Background: an optimization exercise with open tools, aiming at small area and a short achievable clock period. Do not read the settings as production practice. Where RTL was checked, it was by simulation tests only, not by an equivalence proof against the original. The clock port is modelled as an ideal driver; clocking choices that lean on that would not hold on a real chip.

## run 1
// ecc_bch_codec
module ecc_bch_codec (
    input  wire        clk,
    input  wire        rst,           
    input  wire        in_valid,
    input  wire [63:0] in_wdata,      
    input  wire [63:0] in_rdata,      
    input  wire [15:0] in_rcheck,     
    output reg         out_valid,
    output reg  [15:0] out_wcheck,    
    output reg  [63:0] out_data,      
    output reg         out_ce,        
    output reg         out_ue,        
    output reg  [1:0]  out_nbits      
);
Size: about 180 flip-flops, roughly 230 I/O pins, roughly 12000 um2 of cells after synthesis.
clock: 34.0 ns
lec_check: 0
cap_margin: 20
core_margin: 2
core_utilization: 55
slew_margin: 20
synth_hierarchical: 1
synth_minimum_keep_size: 0
standard.sh (not shown) runs the stock make flow with config.mk's settings and CLKGATE_MAP_FILE= SYNTH_SCRIPT=/design/flow/synth_recipe.tcl, a recipe that flattens the netlist after the stock synthesis.
==> flow/flow/run.sh <==
#!/bin/bash
# Own layout flow: the standard ORFS flow (standard.sh, so the synthesis is
# the standard one), with these changes to how the layout is made:
#  - OpenROAD's timing repair aims at the setup slack in flow/margin.txt;
#  - the port buffers are sky130_fd_sc_hd__buf_1;
#  - any further make variables listed in flow/extra.txt (one per line);
#  - flow/post_cts.tcl, if present, runs at the end of ORFS's CTS step.
# The full make/ORFS output goes to orfs_make.log; ORFS keeps each step's log
# under orfs/logs/.
set -euo pipefail
MARGIN=$(cat flow/margin.txt)
EXTRA=()
if [[ -f flow/extra.txt ]]; then
  while IFS= read -r line; do [[ -n "$line" ]] && EXTRA+=("$line"); done < flow/extra.txt
fi
if [[ -f flow/post_cts.tcl ]]; then
  EXTRA+=("POST_CTS_TCL=$PWD/flow/post_cts.tcl")
fi
bash standard.sh \
  "SETUP_SLACK_MARGIN=${MARGIN}" \
  "BUFFER_PORTS_ARGS=-buffer_cell sky130_fd_sc_hd__buf_1" \
  "${EXTRA[@]}" \
  finish > orfs_make.log 2>&1
==> flow/flow/extra.txt <==
CTS_ARGS=-sink_clustering_enable -repair_clock_nets -buf_list sky130_fd_sc_hd__clkbuf_8 -dont_use_dummy_load
==> flow/flow/margin.txt <==
25.5
==> flow/flow/post_cts.tcl <==
# After CTS: a leaf clock buffer of the small type that drives many flip-flops
# is swapped for the larger clock buffer, to keep the flip-flop clock slew low.
set changed 0
foreach inst [get_cells clkbuf_*] {
  if {[get_property $inst ref_name] ne "sky130_fd_sc_hd__clkbuf_8"} { continue }
  set out [get_pins -of_objects $inst -filter "direction==output"]
  set n [llength [get_pins -of_objects [get_nets -of_objects $out] -filter "direction==input"]]
  if {$n >= 18} {
    puts "post_cts: [get_full_name $inst] drives $n pins, now sky130_fd_sc_hd__clkbuf_16"
    replace_cell $inst sky130_fd_sc_hd__clkbuf_16
    incr changed
  }
}
if {$changed} { detailed_placement }
Run 1 finished all stages; the layout is clean.
--- input diff run 1..run 2 ---
==> flow/flow/margin.txt <==
25.6
-- flow/config.mk --
<<< run 1, line 9
export CORE_MARGIN = 2
export CORE_UTILIZATION = 55
export SLEW_MARGIN = 20
>>> run 2, line 9
export CORE_MARGIN = 2
export CORE_UTILIZATION = 40
export SLEW_MARGIN = 20
==> comparison <==
Post-layout instance count excluding filler cells is lower on run 1. Compared with run 1, run 2 shows a sequential share of layout area that is 0.84 points lower. Run 2 vs. run 1: worst-case setup margin in the final layout saw an increase; post-route cell area rose by about 3.2%.
The inputs of run 3 differ from those of run 2 as listed below.
==> flow/flow/margin.txt <==
25.5
## What came out
Later-pin clock latency in the skew report of run 3 is on par with run 2. Across both runs, routed length on met2 was lower for run 3 than for run 2. Looking at run 2 and run 3, the number of sequential cells is a wash. Compared with run 2, in run 3 total non-filler cell area in the finished layout moved down; global-route wire length before repair level.
What run 4 does differently from run 3 at the input level:
==> flow/flow/margin.txt <==
25.7
-- flow/config.mk --
<<< run 3, line 9
export CORE_MARGIN = 2
export CORE_UTILIZATION = 40
export SLEW_MARGIN = 20
>>> run 4, line 9
export CORE_MARGIN = 2
export CORE_UTILIZATION = 55
export SLEW_MARGIN = 20
--- outcome ---
Run 3 and run 4 ended up with nearly the same clock-pin slew on the worst setup and hold paths.
Run 3 ended up with par_r_p0$_DFF_P_ as its critical path capture point; run 4 ended up with s35_r$_DFF_P_.
Die height, run 4 vs run 3: down by more than 10%
On wire length of the first global-routing pass, the lower figure sits with run 4, not run 3.
Relative to run 3, the total via count in the routed design of run 4 is higher by about 1.3%.
The inputs of run 5 differ from those of run 4 as listed below.
==> flow/flow/margin.txt <==
25.4
Taking run 4 as the reference, in run 5 time the final worst path needs with I/O delays and setup now sits higher; design area dropped 5.1%. Relative to run 4, area overhead of the layout relative to synthesis has decreased by 6.1 points in run 5. Post-placement cell count across run 4 and run 5: no real change. Cell depth of the worst flop-to-flop path (higher): run 4. Highest achievable clock rate was higher in run 4 than in run 5. Delta (run 5 minus run 4): length of routed met3 wiring shows an increase of 3.2%, met3 track utilization from global routing now larger.

---

ecc_bch_codec, a different RTL version from the one above (not shown whole).
Size in the first run: ~1,300 cells after synthesis, ~180 flip-flops, ~230 I/O pins.
export LEC_CHECK = 0
export CAP_MARGIN = 20
export CORE_MARGIN = 2
export CORE_UTILIZATION = 40
export SLEW_MARGIN = 20
export SYNTH_HIERARCHICAL = 1
export SYNTH_MINIMUM_KEEP_SIZE = 0
create_clock -name core_clock -period 34.0 [get_ports {clk}]
==> flow/flow/run.sh <==
#!/bin/bash
# Own layout flow: the standard ORFS flow (standard.sh, unchanged synthesis),
# with a setup-slack target for OpenROAD's timing repair and a small buffer cell
# for the port buffers. Everything else is as the standard flow's layout.
set -euo pipefail
MARGIN=$(cat flow/margin.txt)
bash standard.sh \
  "SETUP_SLACK_MARGIN=${MARGIN}" \
  "BUFFER_PORTS_ARGS=-buffer_cell sky130_fd_sc_hd__buf_1" \
  finish > orfs_make.log 2>&1
==> flow/flow/margin.txt <==
25.8
The baseline completed without violations.
Next try:
==> flow/flow/margin.txt (replaced) <==
25.5
- CORE_UTILIZATION: 40 -> 65
Outcome: Via count rose by 6.6%. Synthesized area does not change. Setup slack gets worse by 240 ps. Hold slack hardly moves. Fmax fell by 2.8%. Routed wire length fell by 3.0%.
Next try:
==> flow/flow/margin.txt (replaced) <==
26.3
- CORE_UTILIZATION: 65 -> 40
=>
- worst setup slack is better by 320 ps
- wire length rises by 14%
- cell count climbs by 16%
- synthesized cell count stays the same
- worst hold slack hardly moves
- global-route usage went down by 12 points
No functional check of the RTL was part of any run of this note.

[afterwards: timing with drivers on the ports]
Ports are ideal in the flow. The routed layouts listed here were re-timed in OpenROAD.
Step 1 assumes that a clkbuf_16 drives the clock port and a buf_2 every other input.
Step 2 also shifts input and output timing later by t, the mid clock arrival at the registers, as if the neighbouring blocks saw the same clock.
Slacks: ideal / step 1 / step 2; pairs: ideal / step 1.
| run | t, ns | setup WS [ns] | hold WS [ns] | worst setup path after step 2 | slew at the worst register clock pin (ns) |
|---|---|---|---|---|---|
| run 1 | 0.509 | 25.555 / 25.556 / 25.047 | 0.337 / 0.337 / 0.337 | input to register | 0.10 / 0.10 |
| run 2 | 0.499 | 25.632 / 25.656 / 25.156 | 0.369 / 0.369 / 0.369 | input to register | 0.11 / 0.11 |
| run 3 | 0.504 | 25.568 / 25.589 / 25.085 | 0.370 / 0.370 / 0.370 | input to register | 0.11 / 0.11 |
| run 4 | 0.489 | 25.685 / 25.703 / 25.214 | 0.329 / 0.329 / 0.329 | input to register | 0.09 / 0.09 |
| run 5 | 0.496 | 25.490 / 25.508 / 25.012 | 0.337 / 0.337 / 0.337 | input to register | 0.09 / 0.09 |
| the first run of note 2 | 0.490 | 25.697 / 25.727 / 25.237 | 0.331 / 0.331 / 0.331 | input to register | 0.09 / 0.09 |
| the second run of note 2 | 0.471 | 25.459 / 25.467 / 24.996 | 0.328 / 0.328 / 0.328 | input to register | 0.08 / 0.08 |
| the third run of note 2 | 0.493 | 25.774 / 25.799 / 25.306 | 0.327 / 0.327 / 0.327 | input to register | 0.09 / 0.09 |
After both steps setup and hold are still met in every run listed. The setup slack of run 1, which loses most, moves by +0.001 ns with the drivers and by -0.508 ns with both steps.
